Context: an optimization exercise on an open-source flow, tuned for small area, a short achievable clock period and few clock cycles per item. The choices shown serve that exercise and are no tape-out recipe.
RTL that was checked went through simulation tests only; none was proved equivalent to the original.
Power is estimated from default activity; no workload was simulated.

==> flow/design.v <==
module walk_corr (
    input  wire         clk,
    input  wire         rst,
    input  wire         in_valid,
    output wire         in_ready,
    input  wire [23:0]  in_t_lo,
    input  wire [23:0]  in_t_l,
    input  wire [15:0]  in_tot_lo,
    input  wire [1:0]   in_level,
    input  wire [9:0]   in_thr_lo,
    input  wire [9:0]   in_thr_mid,
    input  wire [9:0]   in_thr_hi,
    input  wire         in_has_fall,
    input  wire         in_fall_en,
    input  wire         in_walk_en,
    input  wire [511:0] lut,
    output wire         out_valid,
    output wire [23:0]  out_t_c,
    output wire         out_nowalk
);
    localparam integer ND = 7;    
    assign in_ready = 1'b1;
    wire nowalk_i = !in_has_fall || !in_fall_en;
    wire pass_i   = !in_walk_en || nowalk_i;
    wire c_ml = in_thr_mid > in_thr_lo;
    wire c_hl = in_thr_hi  > in_thr_lo;
    wire c_hm = in_thr_hi  > in_thr_mid;
    wire lvl1 = (in_level == 2'd1);
    wire two_i  = lvl1 ? c_ml : (in_level != 2'd0) && (c_ml || c_hl);
    wire sel_hi = !lvl1 && (c_ml ? c_hm : c_hl);
    wire [9:0] d_mid = in_thr_mid - in_thr_lo;
    wire [9:0] d_hi  = in_thr_hi  - in_thr_lo;
    wire [9:0] d_i   = sel_hi ? d_hi : d_mid;
    wire [23:0] diff_i = in_t_l - in_t_lo;
    wire big_i = (diff_i[23:21] != 3'd0) && (in_thr_lo != 10'd0);
    wire div_i = two_i && !pass_i;
    wire [7:0] bin   = in_tot_lo[15:8];
    wire       hi_i  = (bin[7:5] != 3'd0);
    wire       top   = hi_i || (bin[4:0] == 5'd31);
    wire [7:0] frac_i = top ? 8'd0 : in_tot_lo[7:0];
    wire       odd   = bin[0];
    wire [15:0] oh_o = 16'd1 << bin[4:1];
    wire [15:0] oh_e = odd ? {oh_o[14:0], oh_o[15]} : oh_o;
    reg  [15:0] ov, ev;
    integer li;
    always @(*) begin
        ov = 16'd0;
        ev = 16'd0;
        for (li = 0; li < 16; li = li + 1) begin
            ov = ov | ({16{oh_o[li]}} & lut[32*li + 16 +: 16]);
            ev = ev | ({16{oh_e[li]}} & lut[32*li +: 16]);
        end
    end
    wire [15:0] lut0 = hi_i ? lut[511:496] : (odd ? ov : ev);
    wire [15:0] lut1 = odd ? ev : ov;
    reg         a_v, a_pass, a_div, a_big, a_nw;
    reg  [23:0] a_tlo;
    reg  [9:0]  a_x;       
    reg  [20:0] a_y;       
    reg  [15:0] a_k;       
    always @(posedge clk) begin
        a_v    <= in_valid && !rst;
        a_pass <= pass_i;
        a_div  <= div_i;
        a_big  <= big_i;
        a_nw   <= nowalk_i;
        a_tlo  <= in_t_lo;
        a_x    <= div_i ? in_thr_lo : {2'b00, frac_i};
        a_y    <= div_i ? diff_i[20:0] : {5'd0, lut1};
        a_k    <= div_i ? {6'd0, d_i} : lut0;
    end
    wire [16:0] delta = {1'b0, a_y[15:0]} - {1'b0, a_k};
    wire [21:0] y_op  = a_div ? {1'b0, a_y} : {{5{delta[16]}}, delta};
    reg  [31:0] row [0:5];
    reg  [22:0] bm, bp;
    reg         bneg, bone, btwo, bx0, pneg;
    integer     bi;
    always @(*) begin
        pneg = 1'b0;
        for (bi = 0; bi < 6; bi = bi + 1) begin
            bx0  = (bi == 0) ? 1'b0 : a_x[2*bi-1];
            if (bi == 5) begin
                bneg = 1'b0;
                bone = bx0;
                btwo = 1'b0;
            end else begin
                bneg = a_x[2*bi+1] & ~(a_x[2*bi] & bx0);
                bone = a_x[2*bi] ^ bx0;
                btwo = (a_x[2*bi+1] & ~a_x[2*bi] & ~bx0) | (~a_x[2*bi+1] & a_x[2*bi] & bx0);
            end
            bm = bone ? {y_op[21], y_op} : (btwo ? {y_op, 1'b0} : 23'd0);
            bp = bneg ? ~bm : bm;
            if (bi == 0)
                row[bi] = {(bp[22] ? 10'h2AB : 10'h2AC), bp[21:0]};
            else
                row[bi] = ({9'd0, ~bp[22], bp[21:0]} << (2*bi)) | ({31'd0, pneg} << (2*bi-2));
            pneg = bneg;
        end
    end
    function [63:0] csa;    
        input [31:0] a, b, c;
        begin
            csa = {((a & b) | (a & c) | (b & c)) << 1, a ^ b ^ c};
        end
    endfunction
    wire [63:0] l1a = csa(row[0], row[1], row[2]);
    wire [63:0] l1b = csa(row[3], row[4], row[5]);
    wire [63:0] l2  = csa(l1a[31:0], l1a[63:32], l1b[31:0]);
    wire [63:0] l3  = csa(l2[31:0], l2[63:32], l1b[63:32]);
    reg         m_v, m_pass, m_div, m_big, m_nw;
    reg  [23:0] m_tlo;
    reg  [31:0] m_s, m_c;
    reg  [15:0] m_k;
    always @(posedge clk) begin
        m_v    <= a_v && !rst;
        m_pass <= a_pass;
        m_div  <= a_div;
        m_big  <= a_big;
        m_nw   <= a_nw;
        m_tlo  <= a_tlo;
        m_s    <= l3[31:0];
        m_c    <= l3[63:32];
        m_k    <= a_k;
    end
    wire [31:0] k_add = m_div ? {23'd0, m_k[9:1]} : {8'd0, m_k, 8'h80};
    wire [31:0] m     = m_s + m_c + k_add;
    wire [15:0] w_t   = m[23:8];
    wire        tsat  = (w_t[15:11] != 5'd0);
    wire [9:0]  m_d   = m_k[9:0];
    wire [11:0] sb0   = {1'b0, m[21:11]} - {2'b00, m_d};
    wire        q11   = !sb0[11];
    wire [9:0]  r0    = q11 ? sb0[9:0] : m[20:11];
    reg         s_v   [0:ND-1];
    reg         s_nw  [0:ND-1];
    reg         s_div [0:ND-1];
    reg         s_sat [0:ND-1];
    reg  [23:0] s_tlo [0:ND-1];
    reg  [9:0]  s_r   [0:ND-1];
    reg  [11:0] s_nq  [0:ND-1];
    reg  [9:0]  s_d   [0:ND-1];
    reg         s_tw  [0:ND-1];
    always @(posedge clk) begin
        s_v[0]   <= m_v && !rst;
        s_nw[0]  <= m_nw;
        s_div[0] <= m_div;
        s_sat[0] <= m_div ? (m_big || (m[31:22] != 10'd0) || q11) : (!m_pass && tsat);
        s_tlo[0] <= m_tlo;
        s_r[0]   <= r0;
        s_nq[0]  <= {m[10:0], q11};
        s_d[0]   <= m_div ? m_d : (m_pass ? 10'd0 : w_t[9:0]);
        s_tw[0]  <= !m_div && !m_pass && w_t[10];
    end
    genvar gs;
    generate
        for (gs = 0; gs < ND - 2; gs = gs + 1) begin : g_div
            reg  [10:0] t;
            reg  [11:0] sb;
            reg  [9:0]  r;
            reg  [11:0] nq;
            integer     k;
            always @(*) begin
                r  = s_r[gs];
                nq = s_nq[gs];
                for (k = 0; k < 2; k = k + 1) begin
                    t  = {r, nq[11]};
                    sb = {1'b0, t} - {2'b00, s_d[gs]};
                    nq = {nq[10:0], !sb[11]};
                    r  = sb[11] ? t[9:0] : sb[9:0];
                end
            end
            always @(posedge clk) begin
                s_v[gs+1]   <= s_v[gs] && !rst;
                s_nw[gs+1]  <= s_nw[gs];
                s_div[gs+1] <= s_div[gs];
                s_sat[gs+1] <= s_sat[gs];
                s_tlo[gs+1] <= s_tlo[gs];
                s_r[gs+1]   <= r;
                s_nq[gs+1]  <= nq;
                s_d[gs+1]   <= s_d[gs];
                s_tw[gs+1]  <= s_tw[gs];
            end
        end
    endgenerate
    localparam integer L = ND - 2;
    wire [10:0] tl  = {s_r[L], s_nq[L][11]};
    wire [11:0] sl  = {1'b0, tl} - {2'b00, s_d[L]};
    wire        q0  = !sl[11];
    wire [11:0] w_h = s_sat[L] ? 12'h800 :
                      s_div[L] ? {1'b0, s_nq[L][9:0], 1'b0} : {1'b0, s_tw[L], s_d[L]};
    wire [24:0] x_i = {1'b0, s_tlo[L]} - {13'd0, w_h};
    reg         o_v, o_nw, o_lsb;
    reg  [24:0] o_x;
    always @(posedge clk) begin
        o_v   <= s_v[L] && !rst;
        o_nw  <= s_nw[L];
        o_x   <= x_i;
        o_lsb <= s_div[L] && !s_sat[L] && q0;
    end
    wire [24:0] tc = o_x - {24'd0, o_lsb};
    assign out_valid  = o_v;
    assign out_t_c    = tc[24] ? 24'd0 : tc[23:0];
    assign out_nowalk = o_nw;
endmodule
export LEC_CHECK = 0
export ABC_CLOCK_PERIOD_IN_PS = 3000
export CAP_MARGIN = 20
export CORE_MARGIN = 2
export CORE_UTILIZATION = 40
export SETUP_SLACK_MARGIN = 5
export SLEW_MARGIN = 20
create_clock -name core_clock -period 13.0 [get_ports {clk}]
standard.sh (not shown) runs the stock make flow with config.mk's settings and CLKGATE_MAP_FILE= SYNTH_SCRIPT=/design/flow/synth_recipe.tcl, a recipe that flattens the netlist after the stock synthesis.
==> flow/flow/run.sh <==
#!/bin/bash
# The standard layout, with the smallest buffer (buf_1) on every input and
# output port instead of the one buffer_ports picks by default.
set -euo pipefail
export BUFFER_PORTS_ARGS="-buffer_cell sky130_fd_sc_hd__buf_1"
bash standard.sh > standard_flow.log 2>&1
Testbench counts at the start, summed over its fixed seeds: cycles 12,072, pulses 12,000.
Next try:
--- a/flow/design.v
+++ b/flow/design.v
@@ -108,27 +108,27 @@
     wire [63:0] l2  = csa(l1a[31:0], l1a[63:32], l1b[31:0]);
     wire [63:0] l3  = csa(l2[31:0], l2[63:32], l1b[63:32]);
     reg         m_v, m_pass, m_div, m_big, m_nw;
     reg  [23:0] m_tlo;
     reg  [31:0] m_s, m_c;
-    reg  [15:0] m_k;
+    reg  [23:0] m_ka;      
+    reg  [9:0]  m_d;
     always @(posedge clk) begin
         m_v    <= a_v && !rst;
         m_pass <= a_pass;
         m_div  <= a_div;
         m_big  <= a_big;
         m_nw   <= a_nw;
         m_tlo  <= a_tlo;
         m_s    <= l3[31:0];
         m_c    <= l3[63:32];
-        m_k    <= a_k;
-    end
-    wire [31:0] k_add = m_div ? {23'd0, m_k[9:1]} : {8'd0, m_k, 8'h80};
-    wire [31:0] m     = m_s + m_c + k_add;
+        m_ka   <= a_div ? {15'd0, a_k[9:1]} : {a_k, 8'h80};
+        m_d    <= a_k[9:0];
+    end
+    wire [31:0] m     = m_s + m_c + {8'd0, m_ka};
     wire [15:0] w_t   = m[23:8];
     wire        tsat  = (w_t[15:11] != 5'd0);
-    wire [9:0]  m_d   = m_k[9:0];
     wire [11:0] sb0   = {1'b0, m[21:11]} - {2'b00, m_d};
     wire        q11   = !sb0[11];
     wire [9:0]  r0    = q11 ? sb0[9:0] : m[20:11];
     reg         s_v   [0:ND-1];
     reg         s_nw  [0:ND-1];
@@ -182,22 +182,20 @@
         end
     endgenerate
     localparam integer L = ND - 2;
     wire [10:0] tl  = {s_r[L], s_nq[L][11]};
     wire [11:0] sl  = {1'b0, tl} - {2'b00, s_d[L]};
-    wire        q0  = !sl[11];
+    wire        q0  = !sl[11] && s_div[L] && !s_sat[L];
     wire [11:0] w_h = s_sat[L] ? 12'h800 :
                       s_div[L] ? {1'b0, s_nq[L][9:0], 1'b0} : {1'b0, s_tw[L], s_d[L]};
-    wire [24:0] x_i = {1'b0, s_tlo[L]} - {13'd0, w_h};
-    reg         o_v, o_nw, o_lsb;
-    reg  [24:0] o_x;
-    always @(posedge clk) begin
-        o_v   <= s_v[L] && !rst;
-        o_nw  <= s_nw[L];
-        o_x   <= x_i;
-        o_lsb <= s_div[L] && !s_sat[L] && q0;
-    end
-    wire [24:0] tc = o_x - {24'd0, o_lsb};
+    wire [24:0] tc  = {1'b0, s_tlo[L]} + {13'h1FFF, ~w_h} + {24'd0, !q0};
+    reg         o_v, o_nw;
+    reg  [23:0] o_tc;
+    always @(posedge clk) begin
+        o_v  <= s_v[L] && !rst;
+        o_nw <= s_nw[L];
+        o_tc <= tc[24] ? 24'd0 : tc[23:0];
+    end
     assign out_valid  = o_v;
-    assign out_t_c    = tc[24] ? 24'd0 : tc[23:0];
+    assign out_t_c    = o_tc;
     assign out_nowalk = o_nw;
 endmodule
Outcome: Global-route usage came out lower by 2.1 points. Synthesized area came out lower slightly. Utilization came out higher by 0.27 points. Worst setup slack gets worse by 0.33 ns. Routed wire length came out lower by a few percent. Die area came out lower slightly.
Only the layout flow was run in the second run of this note; the RTL was not checked for function there.

Setup of run 5:
walk_corr, a different RTL version from the one above (not shown whole).
For scale: about 3300 cells after synthesis.
==> flow/design.v (excerpt) <==
module walk_corr (
    input  wire         clk,
    input  wire         rst,
    input  wire         in_valid,
    output wire         in_ready,
    input  wire [23:0]  in_t_lo,
    input  wire [23:0]  in_t_l,
    input  wire [15:0]  in_tot_lo,
    input  wire [1:0]   in_level,
    input  wire [9:0]   in_thr_lo,
    input  wire [9:0]   in_thr_mid,
    input  wire [9:0]   in_thr_hi,
    input  wire         in_has_fall,
    input  wire         in_fall_en,
    input  wire         in_walk_en,
    input  wire [511:0] lut,
    output wire         out_valid,
    output wire [23:0]  out_t_c,
    output wire         out_nowalk
);
    localparam integer ND = 7;    
    assign in_ready = 1'b1;
    wire nowalk_i = !in_has_fall || !in_fall_en;
    wire pass_i   = !in_walk_en || nowalk_i;
    wire c_ml = in_thr_mid > in_thr_lo;
    wire c_hl = in_thr_hi  > in_thr_lo;
    wire c_hm = in_thr_hi  > in_thr_mid;
  ...
export LEC_CHECK = 0
export ABC_CLOCK_PERIOD_IN_PS = 3000
export CAP_MARGIN = 20
export CORE_MARGIN = 2
export CORE_UTILIZATION = 40
export SETUP_SLACK_MARGIN = 5
export SLEW_MARGIN = 20
create_clock -name core_clock -period 13.0 [get_ports {clk}]
Scripts as last shown in full above: flow/flow/run.sh
Run 5 finished every stage and its layout cleared the timing, design-rule and antenna checks.
Testbench counts of run 5, summed over its fixed seeds: cycles 12,072, pulses 12,000.
Inputs modified between run 5 and run 4:
--- a/flow/design.v
+++ b/flow/design.v
@@ -52,33 +52,28 @@
         end
     end
     wire [15:0] lut0 = hi_i ? lut[511:496] : (odd ? ov : ev);
     wire [15:0] lut1 = odd ? ev : ov;
     reg         a_v, a_pass, a_div, a_big, a_nw;
     reg  [23:0] a_tlo;
-    reg  [9:0]  a_lo, a_d;
-    reg  [7:0]  a_f;
-    reg  [20:0] a_diff;
-    reg  [15:0] a_lut0, a_lut1;
+    reg  [9:0]  a_x;       
+    reg  [20:0] a_y;       
+    reg  [15:0] a_k;       
     always @(posedge clk) begin
         a_v    <= in_valid && !rst;
         a_pass <= pass_i;
         a_div  <= div_i;
         a_big  <= big_i;
         a_nw   <= nowalk_i;
         a_tlo  <= in_t_lo;
-        a_lo   <= in_thr_lo;
-        a_d    <= d_i;
-        a_f    <= frac_i;
-        a_diff <= diff_i[20:0];
-        a_lut0 <= lut0;
-        a_lut1 <= lut1;
-    end
-    wire [16:0] delta = {1'b0, a_lut1} - {1'b0, a_lut0};
-    wire [9:0]  a_x   = a_div ? a_lo : {2'b00, a_f};
-    wire [21:0] y_op  = a_div ? {1'b0, a_diff} : {{5{delta[16]}}, delta};
+        a_x    <= div_i ? in_thr_lo : {2'b00, frac_i};
+        a_y    <= div_i ? diff_i[20:0] : {5'd0, lut1};
+        a_k    <= div_i ? {6'd0, d_i} : lut0;
+    end
+    wire [16:0] delta = {1'b0, a_y[15:0]} - {1'b0, a_k};
+    wire [21:0] y_op  = a_div ? {1'b0, a_y} : {{5{delta[16]}}, delta};
     reg  [23:0] row [0:5];
     reg  [22:0] bm, bp;
     reg         bneg, bone, btwo, bx0, pneg;
     integer     bi;
     always @(*) begin
         pneg = 1'b0;
@@ -118,14 +113,14 @@
         begin
             msb = 5'd0;
             for (j = 1; j < 21; j = j + 1)
                 if (v[j]) msb = j;
         end
     endfunction
-    wire prod_big = (a_lo != 10'd0) && (a_diff != 21'd0) &&
-                    ({1'b0, msb({11'd0, a_lo})} + {1'b0, msb(a_diff)} >= 6'd23);
+    wire prod_big = (a_x != 10'd0) && (a_y != 21'd0) &&
+                    ({1'b0, msb({11'd0, a_x})} + {1'b0, msb(a_y)} >= 6'd23);
     reg         m_v, m_pass, m_div, m_big, m_nw;
     reg  [23:0] m_tlo;
     reg  [23:0] m_s, m_c;
     reg  [23:0] m_ka;      
     reg  [9:0]  m_d;
     always @(posedge clk) begin
@@ -134,14 +129,14 @@
         m_div  <= a_div;
         m_big  <= a_big || prod_big;
         m_nw   <= a_nw;
         m_tlo  <= a_tlo;
         m_s    <= l3[23:0];
         m_c    <= l3[47:24];
-        m_ka   <= a_div ? {15'd0, a_d[9:1]} : {a_lut0, 8'h80};
-        m_d    <= a_d;
+        m_ka   <= a_div ? {15'd0, a_k[9:1]} : {a_k, 8'h80};
+        m_d    <= a_k[9:0];
     end
     wire [23:0] m     = m_s + m_c + m_ka;
     wire [15:0] w_t   = m[23:8];
     wire        tsat  = (w_t[15:11] != 5'd0);
     wire [11:0] sb0   = {1'b0, m[21:11]} - {2'b00, m_d};
     wire        q11   = !sb0[11];
Findings:
Against run 5, power in run 4 fell slightly.
Note that the detailed placer's ending HPWL recorded for run 4 amounts to 1.11 times the value seen in run 5.
Higher routing usage on met3 was reported by run 5, not run 4.
Comparing the two runs side by side, run 4 comes out behind run 5 on clock skew.
in_tot_lo[8] as the launching instance or port of the critical path was reported by run 4, and a_div$_DFF_P_ by run 5.
Taking run 5 as the reference, in run 4 global-route usage picked up an extra 4.4 points; per-cell via count in the routed design saw an increase.
Function not checked in run 4: the RTL went through the layout flow alone.

-- re-timing with driven ports --
In the flow no input, the clock included, has a driving cell. The finished layouts below were timed again as built, in two steps.
Step 1 assumes that a clkbuf_16 drives the clock port and a buf_2 every other input.
Step 2 also shifts input and output timing later by t, the mid clock arrival at the registers, as if the neighbouring blocks saw the same clock.
a / b / c = ideal ports / drivers / drivers and shift; a / b = the first two.
run	t (ns)	setup slack, ns	worst setup path after step 2	worst data-port slew with drivers (ns)	cell pins on the clock port's net
the first run of note 1	0.675	6.945 / 6.883 / 6.521	input to register	0.33	1
the second run of note 1	0.691	6.611 / 6.582 / 5.891	input to register	0.27	1
run 5	0.687	7.386 / 7.386 / 7.219	input to register	0.31	1
run 4	0.664	6.880 / 6.882 / 6.218	input to register	0.27	1
After both steps every run listed still meets setup and hold. For the second run of note 1, which loses most, drivers alone change the setup slack by -0.029 ns; drivers and shift together by -0.720 ns.
